Source: an optimization exercise on an open RTL-to-GDS flow (aim: small area, a short achievable clock period and few clock cycles). Production flows keep margins and buffers that such runs may drop. Only simulation tests tie the RTL to the original design; equivalence was not proved. No activity file was given, so power comes from the tool's default toggle rates.

<file path="flow/run.sh">
#!/bin/bash
# Own layout flow. Each tool's output goes to a log of its own here
# (map_engine.log, standard.log; ORFS also keeps each step's log under
# orfs/logs/).
#
# 1. The CRC engine module (crc_engine, no registers) is mapped on its own:
#    its XOR network is kept as written in the RTL (each XOR becomes one
#    xor2 cell, flow/xmap.v), and ABC maps only its output multiplexers,
#    with an 800 ps delay target; XOR cells driving four or more pins are
#    given the stronger xor2_2.
set -o pipefail
here=$(pwd)
lib=$FLOW_HOME/platforms/sky130hd/lib/sky130_fd_sc_hd__tt_025C_1v80.lib
cat > map_engine.ys <<EOT
read_verilog $here/design.v
hierarchy -top crc_engine
synth -top crc_engine -flatten -noshare -nofsm -noabc
techmap -map $here/flow/xmap.v
abc -liberty $lib -dont_use *lpflow* -dont_use *probe* -script +strash;dch;map,-D,800
opt_clean -purge
stat -liberty $lib
write_verilog -noattr -noexpr $here/engine_mapped.v
EOT
yosys -s map_engine.ys > map_engine.log 2>&1 || exit 1
# design_mapped.v: design.v with the crc_engine module replaced by its netlist
python3 - "$here" <<'EOT' || exit 1
import re, sys
here = sys.argv[1]
d = open(here + '/design.v').read()
m = re.search(r'(?ms)^\s*module\s+crc_engine\b.*?^\s*endmodule\b[^\n]*\n?', d)
assert m, 'crc_engine not found'
e = open(here + '/engine_mapped.v').read()
# XOR cells that drive four or more pins get the stronger xor2_2.
fan = {}
for body in re.findall(r'sky130_fd_sc_hd__\w+\s+\S+\s*\((.*?)\);', e, re.S):
    for p, net in re.findall(r'\.(\w+)\(([^()]*)\)', body):
        if p not in ('X', 'Y'):
            fan[net.strip()] = fan.get(net.strip(), 0) + 1
def up(m):
    net = re.search(r'\.X\(([^()]*)\)', m.group(0)).group(1).strip()
    return m.group(0).replace('xor2_1', 'xor2_2', 1) if fan.get(net, 0) >= 4 else m.group(0)
e = re.sub(r'sky130_fd_sc_hd__xor2_1\s+\S+\s*\(.*?\);', up, e, flags=re.S)
open(here + '/design_mapped.v', 'w').write(d[:m.start()] + d[m.end():] + '\n' + e)
EOT
export SETUP_SLACK_MARGIN=5.56
export BUFFER_PORTS_ARGS="-buffer_cell sky130_fd_sc_hd__buf_1"
export CTS_ARGS="-sink_clustering_enable -repair_clock_nets -sink_clustering_size 24 -sink_clustering_max_diameter 90 -dont_use_dummy_load"
bash standard.sh VERILOG_FILES="$here/design_mapped.v" finish > standard.log 2>&1
</file>
<file path="flow/xmap.v">
module \$_XOR_ (input A, input B, output Y); sky130_fd_sc_hd__xor2_1 _TECHMAP_REPLACE_ (.A(A), .B(B), .X(Y)); endmodule
module \$_XNOR_ (input A, input B, output Y); sky130_fd_sc_hd__xnor2_1 _TECHMAP_REPLACE_ (.A(A), .B(B), .Y(Y)); endmodule
</file>
<file path="standard.sh">
#!/bin/bash
# synth_recipe.tcl (not shown) runs the flow's synth.tcl, then flattens the netlist and writes it again
# the make line also repeats each setting of config.mk as NAME=value (left out here)
make -C /OpenROAD-flow-scripts/flow DESIGN_CONFIG=/design/flow/config.mk WORK_HOME=/design/flow/orfs CLKGATE_MAP_FILE= SYNTH_SCRIPT=/design/flow/synth_recipe.tcl "${@:-finish}"
</file>
<file path="config.mk">
export PLATFORM = sky130hd
export DESIGN_NAME = crc_unit
export DESIGN_NICKNAME = crc_unit
export VERILOG_FILES = /design/flow/design.v
export SDC_FILE = /design/flow/constraint.sdc
export NUM_CORES = 4
export LEC_CHECK = 0
export CAP_MARGIN = 20
export CORE_MARGIN = 2
export CORE_UTILIZATION = 40
export CTS_CLUSTER_DIAMETER = 90
export CTS_CLUSTER_SIZE = 24
export SLEW_MARGIN = 20
</file>
<file path="constraint.sdc">
create_clock -name core_clock -period 10.0 [get_ports {clk}]
set_input_delay 2.0000 -clock core_clock [delete_from_list [all_inputs] [get_ports {clk}]]
set_output_delay 2.0000 -clock core_clock [all_outputs]
set_load 0.01 [all_outputs]
</file>
<file path="design.v">
module crc_engine (
    input  wire [1:0]  poly,
    input  wire [2:0]  op,
    input  wire [31:0] c,
    input  wire [31:0] d,
    output wire [31:0] vn
);
    wire [7:0] p0_1, p0_4;
    wire [15:0] p1_1, p1_4;
    wire [31:0] p2_1, p2_4;
    wire [31:0] p3_1, p3_4;
    wire x_0_0 = c[0] ^ d[0];
    wire x_0_8 = c[0] ^ d[8];
    wire x_10_10 = c[10] ^ d[10];
    wire x_10_2 = c[10] ^ d[2];
    wire x_11_11 = c[11] ^ d[11];
    wire x_11_3 = c[11] ^ d[3];
    wire x_12_12 = c[12] ^ d[12];
    wire x_12_4 = c[12] ^ d[4];
    wire x_13_13 = c[13] ^ d[13];
    wire x_13_5 = c[13] ^ d[5];
    wire x_14_14 = c[14] ^ d[14];
    wire x_14_6 = c[14] ^ d[6];
    wire x_15_15 = c[15] ^ d[15];
    wire x_15_7 = c[15] ^ d[7];
    wire x_16_16 = c[16] ^ d[16];
    wire x_17_17 = c[17] ^ d[17];
    wire x_18_18 = c[18] ^ d[18];
    wire x_19_19 = c[19] ^ d[19];
    wire x_1_1 = c[1] ^ d[1];
    wire x_1_9 = c[1] ^ d[9];
    wire x_20_20 = c[20] ^ d[20];
    wire x_21_21 = c[21] ^ d[21];
    wire x_22_22 = c[22] ^ d[22];
    wire x_23_23 = c[23] ^ d[23];
    wire x_24_24 = c[24] ^ d[24];
    wire x_25_25 = c[25] ^ d[25];
    wire x_26_26 = c[26] ^ d[26];
    wire x_27_27 = c[27] ^ d[27];
    wire x_28_28 = c[28] ^ d[28];
    wire x_29_29 = c[29] ^ d[29];
    wire x_2_10 = c[2] ^ d[10];
    wire x_2_2 = c[2] ^ d[2];
    wire x_30_30 = c[30] ^ d[30];
    wire x_31_31 = c[31] ^ d[31];
    wire x_3_11 = c[3] ^ d[11];
    wire x_3_3 = c[3] ^ d[3];
    wire x_4_12 = c[4] ^ d[12];
    wire x_4_4 = c[4] ^ d[4];
    wire x_5_13 = c[5] ^ d[13];
    wire x_5_5 = c[5] ^ d[5];
    wire x_6_14 = c[6] ^ d[14];
    wire x_6_6 = c[6] ^ d[6];
    wire x_7_15 = c[7] ^ d[15];
    wire x_7_7 = c[7] ^ d[7];
    wire x_8_0 = c[8] ^ d[0];
    wire x_8_8 = c[8] ^ d[8];
    wire x_9_1 = c[9] ^ d[1];
    wire x_9_9 = c[9] ^ d[9];
    wire t0 = x_0_0 ^ x_4_4;
    wire t1 = x_1_1 ^ x_6_6;
    wire t2 = x_2_2 ^ x_5_5;
    wire t3 = x_3_3 ^ x_7_7;
    wire t4 = x_20_20 ^ x_23_23;
    wire t5 = x_10_10 ^ x_26_26;
    wire t6 = x_25_25 ^ x_30_30;
    wire t7 = x_15_15 ^ x_22_22;
    wire t8 = x_11_11 ^ x_27_27;
    wire t9 = x_21_21 ^ x_24_24;
    wire t10 = x_28_28 ^ x_29_29;
    wire t11 = x_17_17 ^ x_8_8;
    wire t12 = x_19_19 ^ x_31_31;
    wire t13 = t1 ^ x_2_2;
    wire t14 = x_14_14 ^ x_9_9;
    wire t15 = x_0_0 ^ x_3_3;
    wire t16 = x_12_12 ^ x_13_13;
    wire t17 = t0 ^ t2;
    wire t18 = t3 ^ x_6_6;
    wire t19 = t6 ^ x_18_18;
    wire t20 = t4 ^ x_16_16;
    wire t21 = t1 ^ t2;
    wire t22 = x_0_0 ^ x_5_5;
    wire t23 = x_4_4 ^ x_7_7;
    wire t24 = d[16] ^ d[28];
    wire t25 = x_10_2 ^ x_14_6;
    wire t26 = x_12_4 ^ x_8_0;
    wire t27 = x_13_5 ^ x_9_1;
    wire t28 = x_16_16 ^ x_23_23;
    wire t29 = x_1_1 ^ x_3_3;
    wire t30 = t3 ^ x_4_4;
    wire t31 = t5 ^ x_12_12;
    wire t32 = d[18] ^ d[21];
    wire t33 = d[19] ^ d[22];
    wire t34 = t0 ^ t12;
    wire t35 = t1 ^ x_5_5;
    wire t36 = t10 ^ t9;
    wire t37 = d[17] ^ d[20];
    wire t38 = d[23] ^ t33;
    wire t39 = x_11_3 ^ x_15_7;
    wire t40 = x_13_13 ^ x_14_14;
    wire t41 = x_13_13 ^ x_26_26;
    wire t42 = x_18_18 ^ x_21_21;
    wire t43 = x_1_1 ^ x_7_7;
    wire t44 = t11 ^ t8;
    wire t45 = d[24] ^ t24;
    wire t46 = x_0_8 ^ x_7_15;
    wire t47 = x_15_15 ^ x_31_31;
    wire t48 = x_23_23 ^ x_27_27;
    wire t49 = x_24_24 ^ x_28_28;
    wire t50 = x_3_11 ^ x_6_14;
    wire t51 = t0 ^ t29;
    wire t52 = t16 ^ x_25_25;
    wire t53 = t3 ^ t9;
    wire t54 = t7 ^ x_17_17;
    wire t55 = t7 ^ x_19_19;
    wire t56 = t0 ^ t13;
    wire t57 = t17 ^ x_7_7;
    wire t58 = t19 ^ x_9_9;
    wire t59 = d[25] ^ d[29];
    wire t60 = d[26] ^ d[30];
    wire t61 = d[27] ^ d[31];
    wire t62 = d[21] ^ t37;
    wire t63 = d[22] ^ t32;
    wire t64 = x_19_19 ^ x_22_22;
    wire t65 = x_1_9 ^ x_2_10;
    wire t66 = x_29_29 ^ x_7_7;
    wire t67 = x_2_2 ^ x_6_6;
    wire t68 = x_30_30 ^ x_6_6;
    wire t69 = x_3_3 ^ x_4_4;
    wire t70 = x_8_8 ^ x_9_9;
    wire t71 = t1 ^ x_7_7;
    wire t72 = t12 ^ t7;
    wire t73 = t16 ^ x_26_26;
    wire t74 = t2 ^ x_1_1;
    wire t75 = t25 ^ x_15_7;
    wire t76 = t26 ^ x_13_5;
    wire t77 = t27 ^ x_14_6;
    wire t78 = t3 ^ x_2_2;
    wire t79 = t4 ^ x_29_29;
    wire t80 = t40 ^ t5;
    wire t81 = t14 ^ t20;
    wire t82 = t18 ^ x_28_28;
    wire t83 = t18 ^ x_4_4;
    wire t84 = t35 ^ x_3_3;
    wire t85 = d[29] ^ d[8];
    wire t86 = d[17] ^ x_8_0;
    wire t87 = d[18] ^ x_9_1;
    wire t88 = d[19] ^ x_10_2;
    wire t89 = x_10_10 ^ x_11_11;
    wire t90 = x_11_3 ^ x_4_12;
    wire t91 = x_12_12 ^ x_14_14;
    wire t92 = x_16_16 ^ x_29_29;
    wire t93 = x_18_18 ^ x_30_30;
    wire t94 = x_1_1 ^ x_5_5;
    wire t95 = d[23] ^ t46;
    wire t96 = t1 ^ t41;
    wire t97 = t2 ^ x_6_6;
    wire t98 = t22 ^ x_1_1;
    wire t99 = t23 ^ t49;
    wire t100 = t28 ^ x_2_2;
    wire t101 = t38 ^ t50;
    wire t102 = t4 ^ t42;
    wire t103 = t5 ^ t8;
    wire t104 = t63 ^ x_5_13;
    wire t105 = t8 ^ x_31_31;
    wire t106 = t10 ^ t44;
    wire t107 = t13 ^ t9;
    wire t108 = t13 ^ x_0_0;
    wire t109 = t2 ^ t31;
    wire t110 = t34 ^ t80;
    wire t111 = t54 ^ x_31_31;
    wire t112 = t3 ^ t56;
    wire t113 = d[10] ^ d[31];
    wire t114 = d[12] ^ d[25];
    wire t115 = d[14] ^ d[26];
    wire t116 = d[15] ^ d[27];
    wire t117 = d[23] ^ d[28];
    wire t118 = d[30] ^ d[9];
    wire t119 = c[8] ^ x_2_2;
    wire t120 = d[20] ^ t61;
    wire t121 = d[29] ^ x_0_8;
    wire t122 = d[30] ^ x_7_15;
    wire t123 = d[31] ^ x_2_10;
    wire t124 = t117 ^ t85;
    wire t125 = x_10_10 ^ x_13_13;
    wire t126 = x_10_10 ^ x_25_25;
    wire t127 = x_11_11 ^ x_22_22;
    wire t128 = x_11_11 ^ x_23_23;
    wire t129 = x_15_15 ^ x_17_17;
    wire t130 = x_15_15 ^ x_25_25;
    wire t131 = x_15_7 ^ x_6_14;
    wire t132 = x_18_18 ^ x_3_3;
    wire t133 = x_1_9 ^ x_4_12;
    wire t134 = x_20_20 ^ x_24_24;
    wire t135 = x_24_24 ^ x_25_25;
    wire t136 = x_27_27 ^ x_8_8;
    wire t137 = x_5_5 ^ x_6_6;
    wire t138 = d[11] ^ t45;
    wire t139 = d[16] ^ t46;
    wire t140 = t0 ^ t137;
    wire t141 = t0 ^ x_7_7;
    wire t142 = t10 ^ t12;
    wire t143 = t10 ^ t14;
    wire t144 = t10 ^ t15;
    wire t145 = t11 ^ t127;
    wire t146 = t11 ^ t48;
    wire t147 = t11 ^ t6;
    wire t148 = t11 ^ x_20_20;
    wire t149 = t12 ^ t14;
    wire t150 = t122 ^ t65;
    wire t151 = t133 ^ t62;
    wire t152 = t14 ^ t42;
    wire t153 = t14 ^ t6;
    wire t154 = t15 ^ x_6_6;
    wire t155 = t16 ^ t28;
    wire t156 = t2 ^ t38;
    wire t157 = t25 ^ x_5_13;
    wire t158 = t26 ^ x_15_7;
    wire t159 = t29 ^ x_4_4;
    wire t160 = t4 ^ x_30_30;
    wire t161 = t40 ^ x_29_29;
    wire t162 = t41 ^ x_22_22;
    wire t163 = t45 ^ t50;
    wire t164 = t48 ^ x_8_8;
    wire t165 = t5 ^ x_27_27;
    wire t166 = t59 ^ t90;
    wire t167 = t6 ^ x_9_9;
    wire t168 = t65 ^ t86;
    wire t169 = t7 ^ x_11_11;
    wire t170 = t92 ^ x_12_12;
    wire t171 = t93 ^ x_20_20;
    wire t172 = t1 ^ t17;
    wire t173 = t101 ^ x_12_4;
    wire t174 = t102 ^ t52;
    wire t175 = t104 ^ x_6_14;
    wire t176 = t143 ^ t34;
    wire t177 = t15 ^ t21;
    wire t178 = t155 ^ t68;
    wire t179 = t163 ^ t88;
    wire t180 = t17 ^ t19;
    wire t181 = t18 ^ t36;
    wire t182 = t19 ^ t43;
    wire t183 = t20 ^ t64;
    wire t184 = t21 ^ t3;
    wire t185 = t22 ^ t71;
    wire t186 = t24 ^ t95;
    wire t187 = t30 ^ t94;
    wire t188 = t30 ^ x_9_9;
    wire t189 = t31 ^ x_28_28;
    wire t190 = t31 ^ x_5_5;
    wire t191 = t55 ^ x_10_10;
    wire t192 = t75 ^ t87;
    wire t193 = t78 ^ x_0_0;
    wire t194 = t79 ^ x_17_17;
    wire t195 = t97 ^ x_4_4;
    wire t196 = t111 ^ x_18_18;
    wire t197 = t164 ^ t84;
    wire t198 = t21 ^ t81;
    wire t199 = t34 ^ t82;
    wire t200 = t36 ^ t58;
    assign p0_1[0] = t140;
    assign p0_1[1] = (x_7_7 ^ t35);
    assign p0_1[2] = t57;
    assign p0_1[3] = t51;
    assign p0_1[4] = t108;
    assign p0_1[5] = (x_1_1 ^ t78);
    assign p0_1[6] = (x_2_2 ^ t69);
    assign p0_1[7] = (x_5_5 ^ t69);
    assign p0_4[0] = ((t32 ^ (d[24] ^ t118)) ^ (t43 ^ (t0 ^ t124)));
    assign p0_4[1] = (t74 ^ ((t118 ^ t33) ^ (t59 ^ (d[8] ^ t113))));
    assign p0_4[2] = (((((d[20] ^ d[26]) ^ t113) ^ (t32 ^ t85)) ^ t138) ^ t112);
    assign p0_4[3] = ((t138 ^ t156) ^ (t15 ^ (t114 ^ ((d[17] ^ d[18]) ^ (d[27] ^ d[8])))));
    assign p0_4[4] = (t18 ^ (((t114 ^ t60) ^ t62) ^ (x_0_0 ^ (d[24] ^ (d[13] ^ d[19])))));
    assign p0_4[5] = ((x_1_1 ^ ((d[13] ^ d[25]) ^ t115)) ^ (t63 ^ (t120 ^ t23)));
    assign p0_4[6] = (((d[21] ^ t115) ^ (t116 ^ t24)) ^ t156);
    assign p0_4[7] = (t154 ^ (t124 ^ (t37 ^ (d[22] ^ t116))));
    assign p1_1[0] = t26;
    assign p1_1[1] = t27;
    assign p1_1[2] = t25;
    assign p1_1[3] = t39;
    assign p1_1[4] = x_12_4;
    assign p1_1[5] = t76;
    assign p1_1[6] = t77;
    assign p1_1[7] = t75;
    assign p1_1[8] = (c[0] ^ t39);
    assign p1_1[9] = (c[1] ^ x_12_4);
    assign p1_1[10] = (c[2] ^ x_13_5);
    assign p1_1[11] = (c[3] ^ x_14_6);
    assign p1_1[12] = (c[4] ^ t158);
    assign p1_1[13] = (c[5] ^ t27);
    assign p1_1[14] = (c[6] ^ t25);
    assign p1_1[15] = (c[7] ^ t39);
    assign p1_4[0] = (((d[20] ^ x_12_4) ^ t90) ^ t179);
    assign p1_4[1] = (t166 ^ (t62 ^ ((x_12_4 ^ x_13_5) ^ (x_5_13 ^ x_7_15))));
    assign p1_4[2] = (((t60 ^ x_14_6) ^ t76) ^ t175);
    assign p1_4[3] = (t77 ^ (t38 ^ ((t61 ^ x_7_15) ^ t131)));
    assign p1_4[4] = (((d[20] ^ x_8_0) ^ t75) ^ t186);
    assign p1_4[5] = (t179 ^ (t158 ^ ((x_9_1 ^ t121) ^ t151)));
    assign p1_4[6] = ((((t37 ^ x_10_2) ^ t27) ^ t104) ^ (t150 ^ t166));
    assign p1_4[7] = (((t123 ^ t26) ^ (x_11_3 ^ (t32 ^ t60))) ^ (t101 ^ t157));
    assign p1_4[8] = (t173 ^ (t139 ^ ((t27 ^ t39) ^ (x_4_12 ^ t120))));
    assign p1_4[9] = (t186 ^ (t76 ^ (t151 ^ t157)));
    assign p1_4[10] = (t175 ^ (t77 ^ ((t121 ^ t39) ^ t168)));
    assign p1_4[11] = (t192 ^ (t150 ^ t173));
    assign p1_4[12] = ((t45 ^ (t123 ^ t131)) ^ (t76 ^ t95));
    assign p1_4[13] = ((t139 ^ t77) ^ (t86 ^ (x_3_11 ^ (t59 ^ x_1_9))));
    assign p1_4[14] = (((t60 ^ x_4_12) ^ t168) ^ t192);
    assign p1_4[15] = ((t39 ^ t87) ^ (t88 ^ ((t61 ^ x_2_10) ^ (x_3_11 ^ x_5_13))));
    assign p2_1[0] = t119;
    assign p2_1[1] = (c[9] ^ t15);
    assign p2_1[2] = ((c[10] ^ x_1_1) ^ t0);
    assign p2_1[3] = (c[11] ^ t74);
    assign p2_1[4] = (t67 ^ (c[12] ^ t15));
    assign p2_1[5] = ((c[13] ^ x_1_1) ^ t30);
    assign p2_1[6] = (x_5_5 ^ (c[14] ^ x_4_4));
    assign p2_1[7] = ((c[15] ^ x_6_6) ^ t22);
    assign p2_1[8] = (c[16] ^ t71);
    assign p2_1[9] = (c[17] ^ x_7_7);
    assign p2_1[10] = (c[18] ^ x_2_2);
    assign p2_1[11] = (c[19] ^ x_3_3);
    assign p2_1[12] = (c[20] ^ t0);
    assign p2_1[13] = (c[21] ^ t98);
    assign p2_1[14] = (c[22] ^ t13);
    assign p2_1[15] = (c[23] ^ t78);
    assign p2_1[16] = (t0 ^ (x_3_3 ^ (c[24] ^ x_2_2)));
    assign p2_1[17] = ((c[25] ^ x_5_5) ^ t51);
    assign p2_1[18] = (c[26] ^ t172);
    assign p2_1[19] = (c[27] ^ t184);
    assign p2_1[20] = (c[28] ^ t83);
    assign p2_1[21] = (t23 ^ (c[29] ^ t2));
    assign p2_1[22] = ((c[30] ^ x_3_3) ^ t97);
    assign p2_1[23] = (c[31] ^ t83);
    assign p2_1[24] = t57;
    assign p2_1[25] = t177;
    assign p2_1[26] = t112;
    assign p2_1[27] = t187;
    assign p2_1[28] = t140;
    assign p2_1[29] = t185;
    assign p2_1[30] = (x_0_0 ^ t71);
    assign p2_1[31] = t43;
    assign p2_4[0] = (((x_8_8 ^ (x_22_22 ^ x_26_26)) ^ t20) ^ t112);
    assign p2_4[1] = (t188 ^ (t74 ^ (t9 ^ t146)));
    assign p2_4[2] = (((t132 ^ t49) ^ t17) ^ (t70 ^ ((x_22_22 ^ x_6_6) ^ t126)));
    assign p2_4[3] = (t188 ^ (t35 ^ ((t128 ^ t5) ^ (x_29_29 ^ (x_19_19 ^ x_25_25)))));
    assign p2_4[4] = (t109 ^ ((x_8_8 ^ t134) ^ (t8 ^ (t23 ^ t68))));
    assign p2_4[5] = (t82 ^ ((t105 ^ t52) ^ (t70 ^ (x_21_21 ^ t22))));
    assign p2_4[6] = ((((x_10_10 ^ x_2_2) ^ t16) ^ t144) ^ t81);
    assign p2_4[7] = (((t89 ^ t9) ^ (x_30_30 ^ t129)) ^ (t159 ^ t161));
    assign p2_4[8] = ((((x_16_16 ^ x_31_31) ^ t91) ^ t169) ^ t180);
    assign p2_4[9] = (t57 ^ (t72 ^ (t16 ^ t148)));
    assign p2_4[10] = ((t152 ^ t162) ^ t57);
    assign p2_4[11] = ((x_14_14 ^ t191) ^ t197);
    assign p2_4[12] = ((t20 ^ t99) ^ (t67 ^ (x_9_9 ^ (x_11_11 ^ x_15_15))));
    assign p2_4[13] = ((t170 ^ t53) ^ (t22 ^ (t11 ^ t126)));
    assign p2_4[14] = (t58 ^ (t96 ^ (t0 ^ t145)));
    assign p2_4[15] = (t109 ^ (t149 ^ (t48 ^ (x_18_18 ^ t43))));
    assign p2_4[16] = ((((x_13_13 ^ x_1_1) ^ t28) ^ t103) ^ (t55 ^ t99));
    assign p2_4[17] = (t106 ^ (t20 ^ (t91 ^ (t135 ^ t2))));
    assign p2_4[18] = ((t73 ^ (t129 ^ t154)) ^ t200);
    assign p2_4[19] = (t182 ^ (((x_22_22 ^ x_27_27) ^ t92) ^ t110));
    assign p2_4[20] = ((t54 ^ (t8 ^ ((x_14_14 ^ x_16_16) ^ (x_30_30 ^ x_5_5)))) ^ t199);
    assign p2_4[21] = ((((x_12_12 ^ x_26_26) ^ t2) ^ t144) ^ t196);
    assign p2_4[22] = (((x_2_2 ^ t136) ^ t171) ^ (t66 ^ (t41 ^ t64)));
    assign p2_4[23] = ((t149 ^ t160) ^ (t15 ^ ((x_21_21 ^ x_28_28) ^ t136)));
    assign p2_4[24] = (t181 ^ (t100 ^ (t70 ^ (t47 ^ t5))));
    assign p2_4[25] = (t194 ^ ((t13 ^ t167) ^ (x_24_24 ^ t103)));
    assign p2_4[26] = (t189 ^ ((t19 ^ t53) ^ (x_2_2 ^ t105)));
    assign p2_4[27] = (t108 ^ (((x_7_7 ^ t8) ^ t142) ^ (t20 ^ t52)));
    assign p2_4[28] = (t178 ^ (t36 ^ (t0 ^ (x_22_22 ^ (x_14_14 ^ x_17_17)))));
    assign p2_4[29] = (t182 ^ ((((x_23_23 ^ x_24_24) ^ t22) ^ t161) ^ t111));
    assign p2_4[30] = (((x_14_14 ^ t134) ^ t19) ^ (t30 ^ t72));
    assign p2_4[31] = (((x_25_25 ^ (x_0_0 ^ x_21_21)) ^ t72) ^ t184);
    assign p3_1[0] = (t119 ^ t51);
    assign p3_1[1] = ((c[9] ^ t29) ^ t17);
    assign p3_1[2] = ((c[10] ^ t69) ^ t21);
    assign p3_1[3] = ((c[11] ^ t2) ^ t83);
    assign p3_1[4] = ((c[12] ^ x_7_7) ^ t21);
    assign p3_1[5] = (t23 ^ (c[13] ^ t1));
    assign p3_1[6] = (c[14] ^ t187);
    assign p3_1[7] = (c[15] ^ t84);
    assign p3_1[8] = ((c[16] ^ t67) ^ t141);
    assign p3_1[9] = (c[17] ^ t57);
    assign p3_1[10] = (c[18] ^ t195);
    assign p3_1[11] = ((c[19] ^ x_5_5) ^ t18);
    assign p3_1[12] = ((c[20] ^ t3) ^ t13);
    assign p3_1[13] = (c[21] ^ t43);
    assign p3_1[14] = (c[22] ^ t159);
    assign p3_1[15] = (c[23] ^ t17);
    assign p3_1[16] = ((c[24] ^ t15) ^ t35);
    assign p3_1[17] = ((c[25] ^ x_7_7) ^ t56);
    assign p3_1[18] = ((c[26] ^ x_5_5) ^ t23);
    assign p3_1[19] = ((c[27] ^ x_3_3) ^ t172);
    assign p3_1[20] = (t30 ^ (c[28] ^ t21));
    assign p3_1[21] = (c[29] ^ t185);
    assign p3_1[22] = ((c[30] ^ t0) ^ t18);
    assign p3_1[23] = (t3 ^ (c[31] ^ t2));
    assign p3_1[24] = t13;
    assign p3_1[25] = t193;
    assign p3_1[26] = x_2_2;
    assign p3_1[27] = x_3_3;
    assign p3_1[28] = t0;
    assign p3_1[29] = t98;
    assign p3_1[30] = t108;
    assign p3_1[31] = (x_1_1 ^ t193);
    assign p3_4[0] = ((t99 ^ (t8 ^ (x_26_26 ^ t130))) ^ t198);
    assign p3_4[1] = (t181 ^ ((t130 ^ ((x_16_16 ^ x_27_27) ^ t11)) ^ t109));
    assign p3_4[2] = (((x_16_16 ^ t162) ^ t106) ^ (t58 ^ t83));
    assign p3_4[3] = (t190 ^ (((x_7_7 ^ t93) ^ t146) ^ t176));
    assign p3_4[4] = (t110 ^ (t19 ^ ((x_8_8 ^ t66) ^ t100)));
    assign p3_4[5] = ((t100 ^ t147) ^ t199);
    assign p3_4[6] = (t106 ^ ((t28 ^ t47) ^ (t67 ^ ((x_14_14 ^ x_25_25) ^ t132))));
    assign p3_4[7] = ((t177 ^ t194) ^ (t19 ^ (t91 ^ (x_19_19 ^ t8))));
    assign p3_4[8] = (t107 ^ ((((x_15_15 ^ x_28_28) ^ t12) ^ t171) ^ (t30 ^ t73)));
    assign p3_4[9] = ((t70 ^ (t128 ^ t15)) ^ (t96 ^ (t36 ^ t72)));
    assign p3_4[10] = (((t10 ^ t68) ^ t169) ^ t190);
    assign p3_4[11] = (((x_0_0 ^ t66) ^ t105) ^ t178);
    assign p3_4[12] = (((t47 ^ t167) ^ t195) ^ (t73 ^ (t20 ^ t44)));
    assign p3_4[13] = (t174 ^ (t51 ^ (t89 ^ ((x_17_17 ^ x_2_2) ^ t47))));
    assign p3_4[14] = (t82 ^ (((x_27_27 ^ x_9_9) ^ t55) ^ t174));
    assign p3_4[15] = (t183 ^ ((t36 ^ t80) ^ (x_8_8 ^ t141)));
    assign p3_4[16] = ((t44 ^ t79) ^ (t98 ^ ((t7 ^ t9) ^ t153)));
    assign p3_4[17] = (((t7 ^ (x_31_31 ^ t28)) ^ t107) ^ (t189 ^ t58));
    assign p3_4[18] = (t84 ^ (((x_20_20 ^ t125) ^ t54) ^ t176));
    assign p3_4[19] = (t165 ^ t200);
    assign p3_4[20] = (t142 ^ ((x_22_22 ^ t6) ^ t103));
    assign p3_4[21] = ((t47 ^ (x_24_24 ^ t23)) ^ (t21 ^ (t153 ^ t170)));
    assign p3_4[22] = ((t160 ^ t44) ^ (t51 ^ ((t14 ^ t49) ^ (x_31_31 ^ t125))));
    assign p3_4[23] = (((t42 ^ t66) ^ (x_6_6 ^ (x_27_27 ^ x_31_31))) ^ (t20 ^ t31));
    assign p3_4[24] = (((x_21_21 ^ t147) ^ t81) ^ (t96 ^ (t17 ^ t55)));
    assign p3_4[25] = (t198 ^ ((t165 ^ t53) ^ t196));
    assign p3_4[26] = (((t15 ^ t5) ^ (t64 ^ t94)) ^ (t148 ^ t152));
    assign p3_4[27] = (t56 ^ (((x_9_9 ^ t8) ^ t102) ^ t191));
    assign p3_4[28] = (t183 ^ ((t53 ^ t74) ^ (t89 ^ (x_28_28 ^ (x_0_0 ^ x_12_12)))));
    assign p3_4[29] = (t107 ^ ((t52 ^ t79) ^ (t69 ^ t145)));
    assign p3_4[30] = (t180 ^ (t73 ^ (((x_22_22 ^ x_23_23) ^ t14) ^ t53)));
    assign p3_4[31] = (((t135 ^ t7) ^ t110) ^ t197);
    wire [3:0] ps = 4'b0001 << poly;
    wire s_wd = !op[2];
    wire s_init = op[2] && op[1];
    wire [3:0] s1 = {4{op[2] && !op[1] && op[0]}} & ps;
    wire [3:0] s4 = {4{op[2] && !op[1] && !op[0]}} & ps;
    wire si_lo = s_init, si_mid = s_init && !ps[0], si_hi = s_init && poly[1];
    assign vn[0] = (d[0] & s_wd) | si_lo | (p0_1[0] & s1[0]) | (p0_4[0] & s4[0]) | (p1_1[0] & s1[1]) | (p1_4[0] & s4[1]) | (p2_1[0] & s1[2]) | (p2_4[0] & s4[2]) | (p3_1[0] & s1[3]) | (p3_4[0] & s4[3]);
    assign vn[1] = (d[1] & s_wd) | si_lo | (p0_1[1] & s1[0]) | (p0_4[1] & s4[0]) | (p1_1[1] & s1[1]) | (p1_4[1] & s4[1]) | (p2_1[1] & s1[2]) | (p2_4[1] & s4[2]) | (p3_1[1] & s1[3]) | (p3_4[1] & s4[3]);
    assign vn[2] = (d[2] & s_wd) | si_lo | (p0_1[2] & s1[0]) | (p0_4[2] & s4[0]) | (p1_1[2] & s1[1]) | (p1_4[2] & s4[1]) | (p2_1[2] & s1[2]) | (p2_4[2] & s4[2]) | (p3_1[2] & s1[3]) | (p3_4[2] & s4[3]);
    assign vn[3] = (d[3] & s_wd) | si_lo | (p0_1[3] & s1[0]) | (p0_4[3] & s4[0]) | (p1_1[3] & s1[1]) | (p1_4[3] & s4[1]) | (p2_1[3] & s1[2]) | (p2_4[3] & s4[2]) | (p3_1[3] & s1[3]) | (p3_4[3] & s4[3]);
    assign vn[4] = (d[4] & s_wd) | si_lo | (p0_1[4] & s1[0]) | (p0_4[4] & s4[0]) | (p1_1[4] & s1[1]) | (p1_4[4] & s4[1]) | (p2_1[4] & s1[2]) | (p2_4[4] & s4[2]) | (p3_1[4] & s1[3]) | (p3_4[4] & s4[3]);
    assign vn[5] = (d[5] & s_wd) | si_lo | (p0_1[5] & s1[0]) | (p0_4[5] & s4[0]) | (p1_1[5] & s1[1]) | (p1_4[5] & s4[1]) | (p2_1[5] & s1[2]) | (p2_4[5] & s4[2]) | (p3_1[5] & s1[3]) | (p3_4[5] & s4[3]);
    assign vn[6] = (d[6] & s_wd) | si_lo | (p0_1[6] & s1[0]) | (p0_4[6] & s4[0]) | (p1_1[6] & s1[1]) | (p1_4[6] & s4[1]) | (p2_1[6] & s1[2]) | (p2_4[6] & s4[2]) | (p3_1[6] & s1[3]) | (p3_4[6] & s4[3]);
    assign vn[7] = (d[7] & s_wd) | si_lo | (p0_1[7] & s1[0]) | (p0_4[7] & s4[0]) | (p1_1[7] & s1[1]) | (p1_4[7] & s4[1]) | (p2_1[7] & s1[2]) | (p2_4[7] & s4[2]) | (p3_1[7] & s1[3]) | (p3_4[7] & s4[3]);
    assign vn[8] = (d[8] & s_wd) | si_mid | (p1_1[8] & s1[1]) | (p1_4[8] & s4[1]) | (p2_1[8] & s1[2]) | (p2_4[8] & s4[2]) | (p3_1[8] & s1[3]) | (p3_4[8] & s4[3]);
    assign vn[9] = (d[9] & s_wd) | si_mid | (p1_1[9] & s1[1]) | (p1_4[9] & s4[1]) | (p2_1[9] & s1[2]) | (p2_4[9] & s4[2]) | (p3_1[9] & s1[3]) | (p3_4[9] & s4[3]);
    assign vn[10] = (d[10] & s_wd) | si_mid | (p1_1[10] & s1[1]) | (p1_4[10] & s4[1]) | (p2_1[10] & s1[2]) | (p2_4[10] & s4[2]) | (p3_1[10] & s1[3]) | (p3_4[10] & s4[3]);
    assign vn[11] = (d[11] & s_wd) | si_mid | (p1_1[11] & s1[1]) | (p1_4[11] & s4[1]) | (p2_1[11] & s1[2]) | (p2_4[11] & s4[2]) | (p3_1[11] & s1[3]) | (p3_4[11] & s4[3]);
    assign vn[12] = (d[12] & s_wd) | si_mid | (p1_1[12] & s1[1]) | (p1_4[12] & s4[1]) | (p2_1[12] & s1[2]) | (p2_4[12] & s4[2]) | (p3_1[12] & s1[3]) | (p3_4[12] & s4[3]);
    assign vn[13] = (d[13] & s_wd) | si_mid | (p1_1[13] & s1[1]) | (p1_4[13] & s4[1]) | (p2_1[13] & s1[2]) | (p2_4[13] & s4[2]) | (p3_1[13] & s1[3]) | (p3_4[13] & s4[3]);
    assign vn[14] = (d[14] & s_wd) | si_mid | (p1_1[14] & s1[1]) | (p1_4[14] & s4[1]) | (p2_1[14] & s1[2]) | (p2_4[14] & s4[2]) | (p3_1[14] & s1[3]) | (p3_4[14] & s4[3]);
    assign vn[15] = (d[15] & s_wd) | si_mid | (p1_1[15] & s1[1]) | (p1_4[15] & s4[1]) | (p2_1[15] & s1[2]) | (p2_4[15] & s4[2]) | (p3_1[15] & s1[3]) | (p3_4[15] & s4[3]);
    assign vn[16] = (d[16] & s_wd) | si_hi | (p2_1[16] & s1[2]) | (p2_4[16] & s4[2]) | (p3_1[16] & s1[3]) | (p3_4[16] & s4[3]);
    assign vn[17] = (d[17] & s_wd) | si_hi | (p2_1[17] & s1[2]) | (p2_4[17] & s4[2]) | (p3_1[17] & s1[3]) | (p3_4[17] & s4[3]);
    assign vn[18] = (d[18] & s_wd) | si_hi | (p2_1[18] & s1[2]) | (p2_4[18] & s4[2]) | (p3_1[18] & s1[3]) | (p3_4[18] & s4[3]);
    assign vn[19] = (d[19] & s_wd) | si_hi | (p2_1[19] & s1[2]) | (p2_4[19] & s4[2]) | (p3_1[19] & s1[3]) | (p3_4[19] & s4[3]);
    assign vn[20] = (d[20] & s_wd) | si_hi | (p2_1[20] & s1[2]) | (p2_4[20] & s4[2]) | (p3_1[20] & s1[3]) | (p3_4[20] & s4[3]);
    assign vn[21] = (d[21] & s_wd) | si_hi | (p2_1[21] & s1[2]) | (p2_4[21] & s4[2]) | (p3_1[21] & s1[3]) | (p3_4[21] & s4[3]);
    assign vn[22] = (d[22] & s_wd) | si_hi | (p2_1[22] & s1[2]) | (p2_4[22] & s4[2]) | (p3_1[22] & s1[3]) | (p3_4[22] & s4[3]);
    assign vn[23] = (d[23] & s_wd) | si_hi | (p2_1[23] & s1[2]) | (p2_4[23] & s4[2]) | (p3_1[23] & s1[3]) | (p3_4[23] & s4[3]);
    assign vn[24] = (d[24] & s_wd) | si_hi | (p2_1[24] & s1[2]) | (p2_4[24] & s4[2]) | (p3_1[24] & s1[3]) | (p3_4[24] & s4[3]);
    assign vn[25] = (d[25] & s_wd) | si_hi | (p2_1[25] & s1[2]) | (p2_4[25] & s4[2]) | (p3_1[25] & s1[3]) | (p3_4[25] & s4[3]);
    assign vn[26] = (d[26] & s_wd) | si_hi | (p2_1[26] & s1[2]) | (p2_4[26] & s4[2]) | (p3_1[26] & s1[3]) | (p3_4[26] & s4[3]);
    assign vn[27] = (d[27] & s_wd) | si_hi | (p2_1[27] & s1[2]) | (p2_4[27] & s4[2]) | (p3_1[27] & s1[3]) | (p3_4[27] & s4[3]);
    assign vn[28] = (d[28] & s_wd) | si_hi | (p2_1[28] & s1[2]) | (p2_4[28] & s4[2]) | (p3_1[28] & s1[3]) | (p3_4[28] & s4[3]);
    assign vn[29] = (d[29] & s_wd) | si_hi | (p2_1[29] & s1[2]) | (p2_4[29] & s4[2]) | (p3_1[29] & s1[3]) | (p3_4[29] & s4[3]);
    assign vn[30] = (d[30] & s_wd) | si_hi | (p2_1[30] & s1[2]) | (p2_4[30] & s4[2]) | (p3_1[30] & s1[3]) | (p3_4[30] & s4[3]);
    assign vn[31] = (d[31] & s_wd) | si_hi | (p2_1[31] & s1[2]) | (p2_4[31] & s4[2]) | (p3_1[31] & s1[3]) | (p3_4[31] & s4[3]);
endmodule
module crc_unit (
    input  wire        clk,
    input  wire        rst,
    input  wire        fs,
    input  wire        req,
    input  wire        we,
    input  wire [7:0]  addr,
    input  wire [31:0] wdata,
    output wire        ready,
    output wire [31:0] rdata
);
    reg        wr;        
    reg        fsq;       
    reg [7:2]  aq;        
    reg [31:0] wd;        
    wire [5:0] widx   = aq[7:2];
    wire [2:0] blk    = aq[7:5];    
    wire [2:0] reg_id = aq[4:2];
    reg [3:0] ctl;        
    reg [3:0] mismatch;   
    reg [3:0] mm_sat;     
    reg       cfg_rej;    
    reg [5:0]  cfg     [0:3];
    reg [15:0] cfg2    [0:3];   
    reg [31:0] val     [0:3];   
    reg [31:0] res_raw [0:3];   
    reg [1:0]  res_poly[0:3];   
    reg [2:0]  cnt     [0:3];   
    reg [31:0] mm_cnt  [0:3];
    reg [3:0]  active, open;
    reg [3:0]  val_ok;          
    reg [3:0]  res_ok;          
    reg [3:0] s_ch;                   
    reg [3:0] s_cfg, s_cfg2, s_mm;    
    reg       s_ctl, s_stat;          
    reg [1:0]  poly_s;
    reg [31:0] val_s;
    integer k;
    always @(*) begin
        poly_s = 2'd0;
        val_s  = 32'd0;
        for (k = 0; k < 4; k = k + 1) begin
            poly_s = poly_s | ({2{s_ch[k]}} & cfg[k][1:0]);
            val_s  = val_s  | ({32{s_ch[k]}} & val[k]);
        end
    end
    wire [31:0] val_new;
    crc_engine u_eng (.poly(poly_s), .op(reg_id), .c(val_s), .d(wd), .vn(val_new));
    wire [3:0] reject, mm_event, sat_event, end_pend;
    wire [3:0] val_ok_n, res_ok_n, end_pend_n;   
    wire [1:0] res_poly_n [0:3];
    wire [3:0] ctl_n = (wr && widx == 6'd0) ? wd[3:0] : ctl;
    wire [31:0] wd_r = rst ? 32'd0 : wd;    
    genvar c;
    generate
        for (c = 0; c < 4; c = c + 1) begin : chn
            wire [1:0] poly  = cfg[c][1:0];
            wire [2:0] snoop = cfg[c][4:2];
            wire       dir   = cfg[c][5];
            wire sel       = wr && (blk == c + 1);
            wire wr_cfg    = sel && reg_id == 3'd0;
            wire wr_cfg2   = sel && reg_id == 3'd1;
            wire wr_val    = sel && reg_id == 3'd2;
            wire wr_feed32 = sel && reg_id == 3'd4;
            wire wr_feed8  = sel && reg_id == 3'd5;
            wire wr_cmd    = sel && reg_id == 3'd6;
            reg [31:0] mask, residue;
            reg [2:0]  width;
            always @(*) begin
                case (poly)
                    2'd0:    begin mask = 32'h000000FF; residue = 32'h000000C4; width = 3'd1; end
                    2'd1:    begin mask = 32'h0000FFFF; residue = 32'h00000000; width = 3'd2; end
                    2'd2:    begin mask = 32'hFFFFFFFF; residue = 32'hDEBB20E3; width = 3'd4; end
                    default: begin mask = 32'hFFFFFFFF; residue = 32'hB798B438; width = 3'd4; end
                endcase
            end
            assign end_pend[c] = active[c] && !ctl[c] && open[c];
            wire act_a  = fsq ? ctl[c] : active[c];
            wire fs_end = fsq && end_pend[c];
            wire open_a = open[c] && !fs_end;
            wire sw      = act_a && (snoop == 3'd0);
            wire cmd_end = sw && wr_cmd && wd[1] && open_a;
            wire cmd_go  = sw && wr_cmd && wd[0];
            wire feed8   = sw && open_a && wr_feed8;
            wire feed32  = sw && open_a && wr_feed32;
            wire val_wok = !act_a || sw;
            wire val_we  = (wr_val && val_wok) || feed8 || feed32 || cmd_go;
            wire cfg_bad = act_a || (wd[4:2] > 3'd4) || (wd[4:2] == 3'd4 && wd[5]);
            assign reject[c] = (wr_cfg && cfg_bad) || (wr_cfg2 && act_a) || (wr_val && !val_wok);
            wire stream_end = fs_end || cmd_end;
            wire bad_check  = (cnt[c] < width) || ((val[c] & mask) != residue);
            reg [31:0] mm_p;
            reg [7:0]  mm_g, mm_gp;
            integer b;
            always @(*) begin
                for (b = 0; b < 8; b = b + 1)
                    mm_g[b] = &mm_cnt[c][4*b +: 4];
                mm_gp[0] = 1'b1;
                for (b = 1; b < 8; b = b + 1)
                    mm_gp[b] = mm_gp[b - 1] & mm_g[b - 1];
                for (b = 0; b < 32; b = b + 1)
                    mm_p[b] = mm_gp[b / 4] & &(mm_cnt[c][4*(b/4) +: 4] | (4'hF << (b % 4)));
            end
            wire mm_inc = mm_event[c] && !(mm_gp[7] && mm_g[7]);
            wire res_we     = stream_end && !dir;
            assign mm_event[c]  = stream_end && dir && bad_check;
            wire open_n = cmd_go || (open_a && !cmd_end);
            assign val_ok_n[c]   = !rst && (val_ok[c] || val_we);
            assign res_ok_n[c]   = !rst && (res_ok[c] || res_we);
            assign res_poly_n[c] = res_we ? poly : res_poly[c];
            assign end_pend_n[c] = !rst && act_a && !ctl_n[c] && open_n;
            assign sat_event[c] = mm_event[c] && (&mm_cnt[c][31:1]);
            always @(posedge clk) begin
                if (rst) begin
                    mm_cnt[c] <= 32'd0;
                    active[c] <= 1'b0;
                    open[c]   <= 1'b0;
                    val_ok[c] <= 1'b0;
                    res_ok[c] <= 1'b0;
                end else begin
                    active[c] <= act_a;
                    open[c]   <= open_n;
                    mm_cnt[c] <= mm_cnt[c] ^ ({32{mm_inc}} & mm_p);
                    if (val_we)
                        val_ok[c] <= 1'b1;
                    if (res_we)
                        res_ok[c] <= 1'b1;
                end
            end
            always @(posedge clk) begin
                if (rst || (wr_cfg && !cfg_bad))
                    cfg[c] <= wd_r[5:0];
                if (rst || (wr_cfg2 && !act_a))
                    cfg2[c] <= {wd_r[18:16], wd_r[14:8], wd_r[5:0]};
            end
            always @(posedge clk) begin
                if (res_we) begin
                    res_raw[c]  <= val[c];
                    res_poly[c] <= poly;
                end
                if (val_we)
                    val[c] <= val_new;
                if (feed8)
                    cnt[c] <= (cnt[c] >= 3'd3) ? 3'd4 : cnt[c] + 3'd1;
                if (feed32)
                    cnt[c] <= 3'd4;
                if (cmd_go)
                    cnt[c] <= 3'd0;
            end
        end
    endgenerate
    wire stat_wr = wr && widx == 6'd1;
    always @(posedge clk) begin
        if (rst) begin
            ctl      <= 4'd0;
            mismatch <= 4'd0;
            mm_sat   <= 4'd0;
            cfg_rej  <= 1'b0;
        end else begin
            if (wr && widx == 6'd0)
                ctl <= wd[3:0];
            if (stat_wr) begin
                mismatch <= (mismatch & ~wd[3:0]) | mm_event;
                mm_sat   <= (mm_sat & ~wd[7:4]) | sat_event;
                cfg_rej  <= (cfg_rej & ~wd[8]) | (|reject);
            end else begin
                mismatch <= mismatch | mm_event;
                mm_sat   <= mm_sat | sat_event;
                cfg_rej  <= cfg_rej | (|reject);
            end
        end
    end
    reg [3:0] s_rres;   
    reg       s_vok;    
    reg       s_inv_lo, s_keep_mid, s_inv_mid, s_hi;   
    reg [31:0] res_t, mm_t;
    reg [15:0] c2_t;
    reg [5:0]  cfg_t;
    always @(*) begin
        res_t = 32'd0; mm_t = 32'd0; c2_t = 16'd0; cfg_t = 6'd0;
        for (k = 0; k < 4; k = k + 1) begin
            res_t = res_t | ({32{s_rres[k]}} & res_raw[k]);
            mm_t  = mm_t  | ({32{s_mm[k]}} & mm_cnt[k]);
            c2_t  = c2_t  | ({16{s_cfg2[k]}} & cfg2[k]);
            cfg_t = cfg_t | ({6{s_cfg[k]}} & cfg[k]);
        end
    end
    wire [31:0] res_v = {(res_t[31:16] & {16{s_hi}}) ^ {16{s_hi}},
                         (res_t[15:8] & {8{s_keep_mid}}) ^ {8{s_inv_mid}},
                         res_t[7:0] ^ {8{s_inv_lo}}};
    wire [31:0] rval = ({32{s_vok}} & val_s)
                     | res_v
                     | mm_t
                     | {13'd0, c2_t[15:13], 1'b0, c2_t[12:6], 2'b00, c2_t[5:0]}
                     | {26'd0, cfg_t}
                     | ({32{s_ctl}} & {28'd0, ctl})
                     | ({32{s_stat}} & {23'd0, cfg_rej, mm_sat, mismatch});
    wire       a_ch   = addr[7:5] >= 3'd1 && addr[7:5] <= 3'd4;
    wire [1:0] a_c    = addr[6:5] - 2'd1;
    wire       a_rok  = a_ch && addr[4:2] == 3'd3 && res_ok_n[a_c];
    wire [1:0] a_rp   = res_poly_n[a_c];
    reg  rd_ok;
    always @(posedge clk) begin
        aq <= addr[7:2];
        wd <= wdata;
        s_ctl  <= addr[7:2] == 6'd0;
        s_stat <= addr[7:2] == 6'd1;
        s_vok  <= a_ch && addr[4:2] == 3'd2 && val_ok_n[a_c];
        for (k = 0; k < 4; k = k + 1) begin
            s_ch[k]   <= addr[7:5] == k + 1;
            s_cfg[k]  <= addr[7:5] == k + 1 && addr[4:2] == 3'd0;
            s_cfg2[k] <= addr[7:5] == k + 1 && addr[4:2] == 3'd1;
            s_rres[k] <= addr[7:5] == k + 1 && addr[4:2] == 3'd3 && res_ok_n[k];
            s_mm[k]   <= addr[7:5] == k + 1 && addr[4:2] == 3'd7;
        end
        s_inv_lo   <= a_rok && a_rp != 2'd1;
        s_keep_mid <= a_rok && a_rp != 2'd0;
        s_inv_mid  <= a_rok && a_rp[1];
        s_hi       <= a_rok && a_rp[1];
        if (rst) begin
            wr    <= 1'b0;
            fsq   <= 1'b0;
            rd_ok <= 1'b0;
        end else begin
            wr    <= req && we;
            fsq   <= fs;
            rd_ok <= req && !we && !rd_ok && !(fs && (|end_pend_n));
        end
    end
    assign ready = we || rd_ok;
    assign rdata = rval;
endmodule
</file>
==> out/results.ini, run 1 <==
[place]
portBuffers=75
place_hpwl_um=85500
routabilityCongestion=0.974

[run_status]
outcome=timing/DRC/antenna clean

[cells_and_area]
layout_common_cells=646 x xor2_1, 344 x edfxtp_1, 238 x dfxtp_1
drive_gt1_frac=0.104
layout_commonest_cell=xor2_1
fin_nets=3301
synthToLayoutAreaGrowth_pct=10.3

[floorplan]
ios=78
core_area_mm2=0.0834
die_area_mm2=0.0863
fp.dieH_um=294
die_w_um=294
initial_core_util=0.403
rows=106

[yosys]
ys_seq_elements=588
avgSynthCellArea_um2=10.6
synth_flop_cell=edfxtp_1
mappedNetlistArea_mm2=0.0336
yosysUniqueCellTypes=94
syn_inst=3156
ys_seq_area_frac=0.453
synth_fp_nets=3227
yosys_warnings=8
synthArstFlopShare=0
synth_edf_count=344

[sta]
min_period_ps=4460
rsz0062_at_grt=yes
slew_headroom=0.273
whs_ps=463
fin_crit_sh=0.446
worst_slew_pin_slew_ps=1090
max_freq_mhz=224
drv_slew=0
timing_hold_violations_final=0
tns_ps=0
clock_skew_ps=94.2
setup_viol=0

[drt]
post_drt_wl_per_cell_um=27.5
vias_per_cell=6.06
via_count=26106
drtAntennaViolNets=0
wl_um=119000
first_iter_violations=2932
route.detailed.drc=0
first_pass_iters=8

[worst_setup_path]
worstSetupStartpointType=flop
worstPathRequired_ps=8000
reg2reg_from=s_ch[0]$_DFF_P_
reg2reg_slack_ps=5620
reg2reg_to=val[1][3]$_DFFE_PP_
crit_fanout=32
worstSetupStartpoint=s_mm[0]$_DFF_P_
setup.worst_path.end=rdata[29]
critPathCaptureType=output pin
crit_type=reg -> out
r2r_cells=11
arrival_ps=2460

[clock_tree]
clk_latency_ps=610
clkTransAtPathRegs_ps=80
cts_sinks=588
cts_hold_buf=0
htree_levels=2
root_buffer=clkbuf_16
cts_tree=built
clk_path_buf_depth=3
cts_inserted_buffers=35

[global_routing]
grt_first_pass_wirelength_um=171000
grt_usage=0.270
grt_overflow=0
grt_max_degree=191
grt_pass1_vias=24354
antenna_found_initial=3

[power]
power.total_mw=6.48
power.density_mw_per_mm2=175
irDropWorstVdd_v=0.000146
power.leakage_nw=13.0

[hold_path]
worstHoldPathCells=2
hold_path.class=reg -> reg

[run]
maxCapViolCount=0

==> cell usage after synthesis, types with 26 or more instances <==
cell type	instances	area (um2)
xor2_1	650	5690
edfxtp_1	344	10300
dfxtp_1	244	4880
nand2_1	222	833
a22oi_1	186	1400
nor2_1	163	612
a21oi_1	132	661
nand3_1	110	551
clkbuf_1	96	360
xor2_2	93	1510
nand4_1	73	457
nor2b_1	61	382
o21ai_0	61	305
a221oi_1	60	526
inv_1	49	184
a22o_1	45	394
nor3_1	40	200
or3_1	40	250
mux2_2	35	394
nor4_1	32	200
and3_1	29	181
ha_1	26	325
==> metal layers <==
layer	vias to the layer above	GRT usage	share of wire
met1	12878	0.370	0.41
met2	1301	0.428	0.46
met3	250	0.0363	0.089
li1	11677	-	-
met5	-	0	0
met4	0	0.115	0.044
==> worst min path at each step <==
stage,start,endpoint
2_1_floorplan,res_poly[0][1]$_DFF_P_,res_poly[0][1]$_DFF_P_
3_3_place_gp,res_poly[0][1]$_DFF_P_,res_poly[0][1]$_DFF_P_
3_5_place_dp,res_poly[0][1]$_DFF_P_,res_poly[0][1]$_DFF_P_
4_1_cts,mismatch[2]$_SDFF_PP0_,mismatch[2]$_SDFF_PP0_
5_1_grt,mismatch[2]$_SDFF_PP0_,mismatch[2]$_SDFF_PP0_
6_report,res_poly[0][1]$_DFF_P_,res_poly[0][1]$_DFF_P_
==> through the flow <==
step	cells	util	instance area [um2]	worst slack [ps]
CTS	4297	0.440	36700	5450
finish	4310	0.444	37000	5540
global placement	4254	0.423	35300	5110
global route	4308	0.444	37000	5500
detailed placement	4254	0.424	35300	5150
floorplan	3156	-	33600	5680
==> critical path: stages, from the launching register on <==
cell and delay (ps):
dfxtp_1 310, buf_6 200, a22o_1 260, a221oi_1 630
nand3_1 250, buf_1 190
==> sequential cells by signal, indices dropped and copies added, names as in the netlist, 4 cells and up <==
| signal | count |
|---|---|
| active | 4 |
| aq | 6 |
| cfg | 24 |
| cfg2 | 64 |
| cnt | 12 |
| ctl | 4 |
| mismatch | 4 |
| mm_cnt | 128 |
| mm_sat | 4 |
| open | 4 |
| res_ok | 4 |
| res_poly | 8 |
| res_raw | 128 |
| s_cfg | 4 |
| s_cfg2 | 4 |
| s_ch | 4 |
| s_mm | 4 |
| s_rres | 4 |
| val | 128 |
| val_ok | 4 |
| wd | 32 |
==> power breakdown <==
group	internal (mW)	total (mW)	leakage (nW)	switching, mW
Clock	0.625	1.42	0.431	0.791
Combinational	0.794	2.40	7.44	1.61
Sequential	2.61	2.66	5.14	0.0483
==> logic make-up (layout without fill, tap and decap cells) <==
family / after synthesis / after routing / synth area share
compound gates: 635 / 635 / 0.135
mux: 51 / 51 / 0.0168
buf+inv: 180 / 252 / 0.0211
fa+ha+maj: 26 / 26 / 0.00968
xor+xnor: 759 / 759 / 0.219
other cells: 0 / 2 / 0
simple gates: 917 / 917 / 0.146
flops: 588 / 588 / 0.453
==> area by class of cell <==
class | instances | area, um2
multi-input combinational | 2388 | 18400
inverter | 61 | 229
timing repair buffer | 156 | 1000
fill | 7867 | 46400
sequential | 588 | 15200
clock buffer | 35 | 876
antenna | 2 | 5.00
tap | 1080 | 1350
==> repair_timing <==
item	in CTS	in global routing
buffers inserted	8	11
pin swaps	5	4
endpoints found under the setup margin	123	85
gates cloned	0	0
gates resized for setup	53	42
Testbench counts, summed over its fixed seeds: cycles 57,215.
==> run 2, diff against run 1 <==
--- a/flow/run.sh
+++ b/flow/run.sh
@@ -7,5 +7,5 @@
 #    its XOR network is kept as written in the RTL (each XOR becomes one
 #    xor2 cell, flow/xmap.v), and ABC maps only its output multiplexers,
-#    with an 800 ps delay target; XOR cells driving four or more pins are
+#    with an 800 ps delay target; XOR cells driving three or more pins are
 #    given the stronger xor2_2.
 set -o pipefail
@@ -31,5 +31,5 @@
 assert m, 'crc_engine not found'
 e = open(here + '/engine_mapped.v').read()
-# XOR cells that drive four or more pins get the stronger xor2_2.
+# XOR cells that drive three or more pins get the stronger xor2_2.
 fan = {}
 for body in re.findall(r'sky130_fd_sc_hd__\w+\s+\S+\s*\((.*?)\);', e, re.S):
@@ -39,5 +39,5 @@
 def up(m):
     net = re.search(r'\.X\(([^()]*)\)', m.group(0)).group(1).strip()
-    return m.group(0).replace('xor2_1', 'xor2_2', 1) if fan.get(net, 0) >= 4 else m.group(0)
+    return m.group(0).replace('xor2_1', 'xor2_2', 1) if fan.get(net, 0) >= 3 else m.group(0)
 e = re.sub(r'sky130_fd_sc_hd__xor2_1\s+\S+\s*\(.*?\);', up, e, flags=re.S)
 open(here + '/design_mapped.v', 'w').write(d[:m.start()] + d[m.end():] + '\n' + e)
==> run 2 against run 1 <==
  * Global-route usage shrank 0.16 points
  * Die area grew 1.0%
  * Cell count grew 1.3%
  * Clock power is essentially flat
  * Design area grew 0.58%
  * Fmax grew 0.17%
  * Critical path type is now in -> out
  * Critical endpoint is now ready
==> out/results.ini, run 2 <==
[run_status]
outcome=timing/DRC/antenna clean  ; unchanged

[power]
power.internal_mw=4.02  ; was 4.03 mW
power.density_mw_per_mm2=174  ; was 175 mW/mm2
seq_power_share=0.411  ; was 0.410
power.leakage_nw=13.0  ; about the same
power_frac_comb=0.374  ; was 0.371
clkPwrFrac=0.215  ; was 0.219
netSwitchingPower_mw=2.45  ; about the same
irDropWorstVdd_v=0.000164  ; was 0.000146 V
switching_share=0.379  ; was 0.378
power.total_mw=6.47  ; was 6.48 mW

[floorplan]
core_area_mm2=0.0838  ; was 0.0834 mm2
die_area_mm2=0.0872  ; was 0.0863 mm2
rows=106  ; unchanged
die_w_um=295  ; was 294 um
ios=78  ; unchanged
fp.dieH_um=295  ; was 294 um
initial_core_util=0.405  ; was 0.403

[sta]
rsz0062_at_grt=yes  ; unchanged
drv_slew=0  ; unchanged
timing_hold_violations_final=0  ; unchanged
tns_ps=0  ; unchanged
clock_skew_ps=90.0  ; was 94.2 ps
whs_ps=458  ; was 463 ps
fin_ws_ps=5550  ; was 5540 ps
max_freq_mhz=225  ; was 224 MHz
min_period_ps=4450  ; was 4460 ps
worst_slew_pin_slew_ps=1060  ; was 1090 ps
slew_headroom=0.282  ; was 0.273
setup_viol=0  ; unchanged
fin_crit_sh=0.445  ; was 0.446

[yosys]
synth_edf_count=344  ; unchanged
ys_seq_area_frac=0.448  ; was 0.453
synth_top_cells_by_count=604 x xor2_1, 344 x edfxtp_1, 244 x dfxtp_1  ; was 650 x xor2_1, 344 x edfxtp_1, 244 x dfxtp_1
ys_seq_elements=588  ; unchanged
synth_most_common_cell=xor2_1  ; unchanged
synth_fp_nets=3227  ; unchanged
synthArstFlopShare=0  ; unchanged
yosys_warnings=8  ; unchanged
syn_inst=3156  ; unchanged
synth_flop_cell=edfxtp_1  ; unchanged
mappedNetlistArea_mm2=0.0339  ; was 0.0336 mm2
netlist_top_cells_area=edfxtp_1 30%, xor2_1 16%, dfxtp_1 14%  ; was edfxtp_1 31%, xor2_1 17%, dfxtp_1 15%
synth_top_cell_area_share=0.304  ; was 0.307
avgSynthCellArea_um2=10.8  ; was 10.6 um2
yosysUniqueCellTypes=94  ; unchanged
yosys.area.top_type=edfxtp_1  ; unchanged

[place]
routabilityCongestion=0.988  ; was 0.974
portBuffers=75  ; unchanged
place_hpwl_um=86800  ; was 85,500 um
post-place-ws_ps=5130  ; was 5150 ps
dp.cells=4317  ; was 4,254
placed_area_mm2=0.0358  ; was 0.0353 mm2

[worst_setup_path]
max_stage_delay_ps=240  ; was 630 ps
r2r_cells=11  ; unchanged
critPathCaptureType=output pin  ; unchanged
arrival_ps=2450  ; was 2460 ps
crit_fanout=2  ; was 32
worstPathRequired_ps=8000  ; about the same
worstPathCellList=buf_1 > or2_4 > buf_6  ; was buf_6 > a22o_1 > a221oi_1 > nand3_1 > buf_1
crit_type=in -> out  ; was reg -> out
crit_slowest_cell=or2_4  ; was a221oi_1
worstSetupStartpointType=input port  ; was flop

[global_routing]
grt_max_degree=195  ; was 191
grt_first_pass_wirelength_um=171000  ; about the same
grt_overflow=0  ; unchanged
grt_pass1_vias=24404  ; was 24,354
grt_usage=0.268  ; was 0.270
antenna_found_initial=5  ; was 3

[drt]
drtAntennaViolNets=0  ; unchanged
wl_um=118000  ; was 119,000 um
route.detailed.drc=0  ; unchanged
vias_per_cell=5.93  ; was 6.06
via_count=25900  ; was 26,106
post_drt_wl_per_cell_um=27.1  ; was 27.5 um
first_iter_violations=2873  ; was 2,932
first_pass_iters=6  ; was 8

[clock_tree]
cts_hold_buf=0  ; unchanged
cts_inserted_buffers=34  ; was 35
clk_path_buf_depth=3  ; unchanged
cts_tree=built  ; unchanged
htree_levels=2  ; unchanged
root_buffer=clkbuf_16  ; unchanged
cts_sinks=588  ; unchanged
clkTransAtPathRegs_ps=90  ; was 80 ps
clk_latency_ps=600  ; was 610 ps

[cells_and_area]
layout_commonest_cell=xor2_1  ; unchanged
layout.cells.non_filler=4364  ; was 4,310
n_fill_cell=7986  ; was 7,867
utilization=0.445  ; was 0.444
multi_input_area_mm2=0.0186  ; was 0.0184 mm2
regArea_mm2=0.0152  ; about the same
top_regs=mm_cnt (128), res_raw (128), val (128)  ; unchanged
final_area_mm2=0.0373  ; was 0.0370 mm2
fin_nets=3302  ; was 3,301
synthToLayoutAreaGrowth_pct=9.76  ; was 10.3%
layout_common_cells=602 x xor2_1, 344 x edfxtp_1, 238 x dfxtp_1  ; was 646 x xor2_1, 344 x edfxtp_1, 238 x dfxtp_1
drive_gt1_frac=0.117  ; was 0.104

[hold_path]
hold_path.class=reg -> reg  ; unchanged
worstHoldPathCells=0  ; was 2

[run]
maxCapViolCount=0  ; unchanged

==> run 2: changes by cell type after synthesis <==
cell	delta
xor2_1	-46
xor2_2	+46
==> run 2: critical path: cells and delay by family <==
kind / cells / cell delay (ps)
buf+inv: 2 / 210
simple gates: 1 / 240
==> run 2: final timing paths <==
kind	endpoint	slack (ps)	startpoint
worst min register to register	res_raw[1][25]$_DFFE_PP_	460	val[1][25]$_DFFE_PP_
worst min-delay path	res_raw[1][25]$_DFFE_PP_	460	val[1][25]$_DFFE_PP_
worst max-delay path	ready	5550	we
worst max register to register	val[1][15]$_DFFE_PP_	5560	s_ch[2]$_DFF_P_
==> run 2: power groups by stage <==
stage / logic, mW / registers [mW] / clock network (mW)
finish: 2.42 / 2.66 / 1.39
detailed placement: 2.31 / 2.72 / 0
global route: 2.53 / 2.66 / 1.50
global placement: 2.31 / 2.72 / 0
CTS: 2.34 / 2.66 / 1.42
floorplan: 1.64 / 2.69 / 0
==> run 2: routing by layer <==
metal	GRT usage	wire [um]
met1	0.367	49500
met4	0.0997	4890
met2	0.430	54000
met3	0.0402	9940
met5	0	44
==> run 2: timing repair <==
item | CTS | global route
setup endpoints to repair | 128 | 55
resized for setup | 51 | 31
pin swaps | 6 | 7
buffers inserted | 7 | 5
==> run 2: cell families (layout without fill, tap and decap cells) <==
kind of cell             after synthesis  in the layout  synth area share
other                                  0              1                 0
AND/OR/NAND/NOR                      917            917             0.145
multiplexers                          51             51            0.0167
flip-flops                           588            588             0.448
adder cells (fa/ha/maj)               26             26           0.00958
XOR/XNOR                             759            759             0.227
buffers and inverters                180            253            0.0209
AO/OA/AOI/OAI                        635            635             0.133
==> run 2: layout make-up <==
class | count | share of cell area
Tap cell | 1134 | 0.0381
Clock buffer | 34 | 0.0228
Antenna cell | 1 | 0.0000672
Timing Repair Buffer | 158 | 0.0265
Inverter | 61 | 0.00614
Sequential cell | 588 | 0.409
Multi-Input combinational cell | 2388 | 0.498
==> run 3, diff against run 2 <==
==> flow/run.sh (replaced) <==
#!/bin/bash
set -o pipefail
export SETUP_SLACK_MARGIN=5.56
export BUFFER_PORTS_ARGS="-buffer_cell sky130_fd_sc_hd__buf_1"
export CTS_ARGS="-sink_clustering_enable -repair_clock_nets -sink_clustering_size 24 -sink_clustering_max_diameter 90 -dont_use_dummy_load"
bash standard.sh > standard.log 2>&1
removed: flow/xmap.v
==> run 3 against run 2 <==
  * Combinational power up 18%
  * Synthesized area fell by 1.6%
  * Critical path depth rose by 3
  * Critical endpoint is now rdata[1]
  * Largest cell class unchanged
==> out/results.ini, run 3 <==
[place]
place_hpwl_um=85200  ; was 86,800 um
dp.cells=4049  ; was 4,317
routabilityCongestion=1.05  ; was 0.988

[yosys]
syn_inst=3004  ; was 3,156
synth_edf_count=344  ; unchanged
ys_seq_area_frac=0.455  ; was 0.448
synth_top_cells_by_count=454 x xnor2_1, 344 x edfxtp_1, 244 x dfxtp_1  ; was 604 x xor2_1, 344 x edfxtp_1, 244 x dfxtp_1
mappedNetlistArea_mm2=0.0334  ; was 0.0339 mm2
netlist_top_cells_area=edfxtp_1 31%, dfxtp_1 15%, xnor2_1 12%  ; was edfxtp_1 30%, xor2_1 16%, dfxtp_1 14%
synth_fp_nets=3074  ; was 3,227

[clock_tree]
clk_latency_ps=650  ; was 600 ps
cts_hold_buf=0  ; unchanged
clkTransAtPathRegs_ps=100  ; was 90 ps
clk_path_buf_depth=3  ; unchanged
cts_sinks=588  ; unchanged

[worst_setup_path]
crit_fanout=4  ; was 2
critPathCaptureType=output pin  ; unchanged
worstPathRequired_ps=8000  ; about the same
reg2reg_to=val[0][0]$_DFFE_PP_  ; was val[1][15]$_DFFE_PP_

[drt]
first_iter_violations=3103  ; was 2,873
post_drt_wl_per_cell_um=28.8  ; was 27.1 um
first_pass_iters=7  ; was 6
via_count=25037  ; was 25,900

[power]
power.density_mw_per_mm2=182  ; was 174 mW/mm2
irDropWorstVdd_v=0.000168  ; was 0.000164 V
power.leakage_nw=12.8  ; was 13.0 nW

[hold_path]
hold_end=res_raw[1][28]$_DFFE_PP_  ; was res_raw[1][25]$_DFFE_PP_
hold_path.class=reg -> reg  ; unchanged
hp-start=val[1][28]$_DFFE_PP_  ; was val[1][25]$_DFFE_PP_

[cells_and_area]
multi_input_area_mm2=0.0182  ; was 0.0186 mm2
n_fill_cell=7583  ; was 7,986
drive_gt1_frac=0.132  ; was 0.117
final_area_mm2=0.0373  ; about the same

[sta]
rsz0062_at_grt=yes  ; unchanged
slew_headroom=0.243  ; was 0.282
whs_ps=460  ; was 458 ps
worst_slew_pin_slew_ps=1120  ; was 1060 ps
min_period_ps=4510  ; was 4450 ps
drv_slew=0  ; unchanged
clock_skew_ps=95.6  ; was 90.0 ps

[global_routing]
grt_overflow=0  ; unchanged
globalRouteMet1Util=0.365  ; was 0.367
grt_pass1_vias=23437  ; was 24,404
grt_first_pass_wirelength_um=168000  ; was 171,000 um
grtUsageMet3=0.0492  ; was 0.0402

[run_status]
outcome=timing/DRC/antenna clean  ; unchanged

[run]
maxCapViolCount=0  ; unchanged

[floorplan]
initial_core_util=0.406  ; was 0.405
fp.dieH_um=293  ; was 295 um

==> run 3: layout make-up <==
type / instances / area share
diodes: 1 / 0.0000670
clock buffers: 31 / 0.0208
inverters: 40 / 0.00402
multi-input cells: 2218 / 0.488
flip-flops and latches: 588 / 0.409
well taps: 1070 / 0.0359
repair buffers: 189 / 0.0429
==> run 3: critical path, stage by stage, from the launching register on <==
cell	delay, ps
dfxtp_4	370
bufbuf_16	270
buf_4	150
a22oi_1	230
nand4_1	260
a211o_1	410
buf_6	170
==> run 3: power by group <==
part	internal, mW	switching [mW]
clock network	0.548	0.752
logic	1.24	1.62
registers	2.61	0.0434
==> run 3: worst max-delay path by stage <==
stage | end | start
floorplan | ready | we
global placement | val[0][2]$_DFFE_PP_ | s_ch[2]$_DFF_P_
detailed placement | val[0][2]$_DFFE_PP_ | s_ch[0]$_DFF_P_
CTS | rdata[1] | s_mm[2]$_DFF_P_
global route | rdata[1] | s_mm[2]$_DFF_P_
finish | rdata[1] | s_mm[0]$_DFF_P_
==> run 3: timing repair <==
item                                    CTS  global route
endpoints found under the setup margin   77            51
hold endpoints to repair                  0             0
gates resized for setup                 135            89
cloned                                    6             2
pin swaps                                39            50
setup buffers                            32            16
==> run 3: cell families after synthesis <==
kind of cell               share of synthesized area
AOI/OAI and AO/OA                              0.124
xor gates and xnor gates                       0.257
adders and majority gates                    0.00966
buffers and inverters                         0.0258
DFF                                            0.455
muxes                                        0.00805
and+or+nand+nor                                0.120
==> run 3: per-stage QoR <==
stage | power (mW) | utilization | worst slack [ps]
finish | 6.81 | 0.453 | 5490
global route | 6.99 | 0.453 | 5430
CTS | 6.73 | 0.446 | 5460
detailed placement | 5.44 | 0.423 | 5190
global placement | 5.44 | 0.423 | 5210
floorplan | 4.74 | - | 5680
==> run 3: metal layers <==
metal,vias up,routed length [um]
met5,-,0
met4,0,5340
met3,290,12200
met2,1334,53700
met1,12365,47800
li1,11048,-

[what the ideal ports hide]
No port has a modelled driver above. Below, the same layouts with a new extraction and two added sets of constraints.
Step 1, drivers: a clkbuf_16 drives clk and a buf_2 each remaining input, both assumed.
Step 2 times the ports against the registers' clock, not the clock port: input delays grow and output delays shrink by t, the midpoint of the rising clock arrivals with the driver on.
Slacks: ideal ports / drivers / drivers and shift; pairs: ideal ports / drivers.
run	t, ns	setup WS [ns]
run 1	0.625	5.543 / 5.483 / 5.544
run 2	0.613	5.550 / 5.529 / 5.529
run 3	0.667	5.488 / 5.426 / 5.551
After both steps every run listed still meets setup and hold.
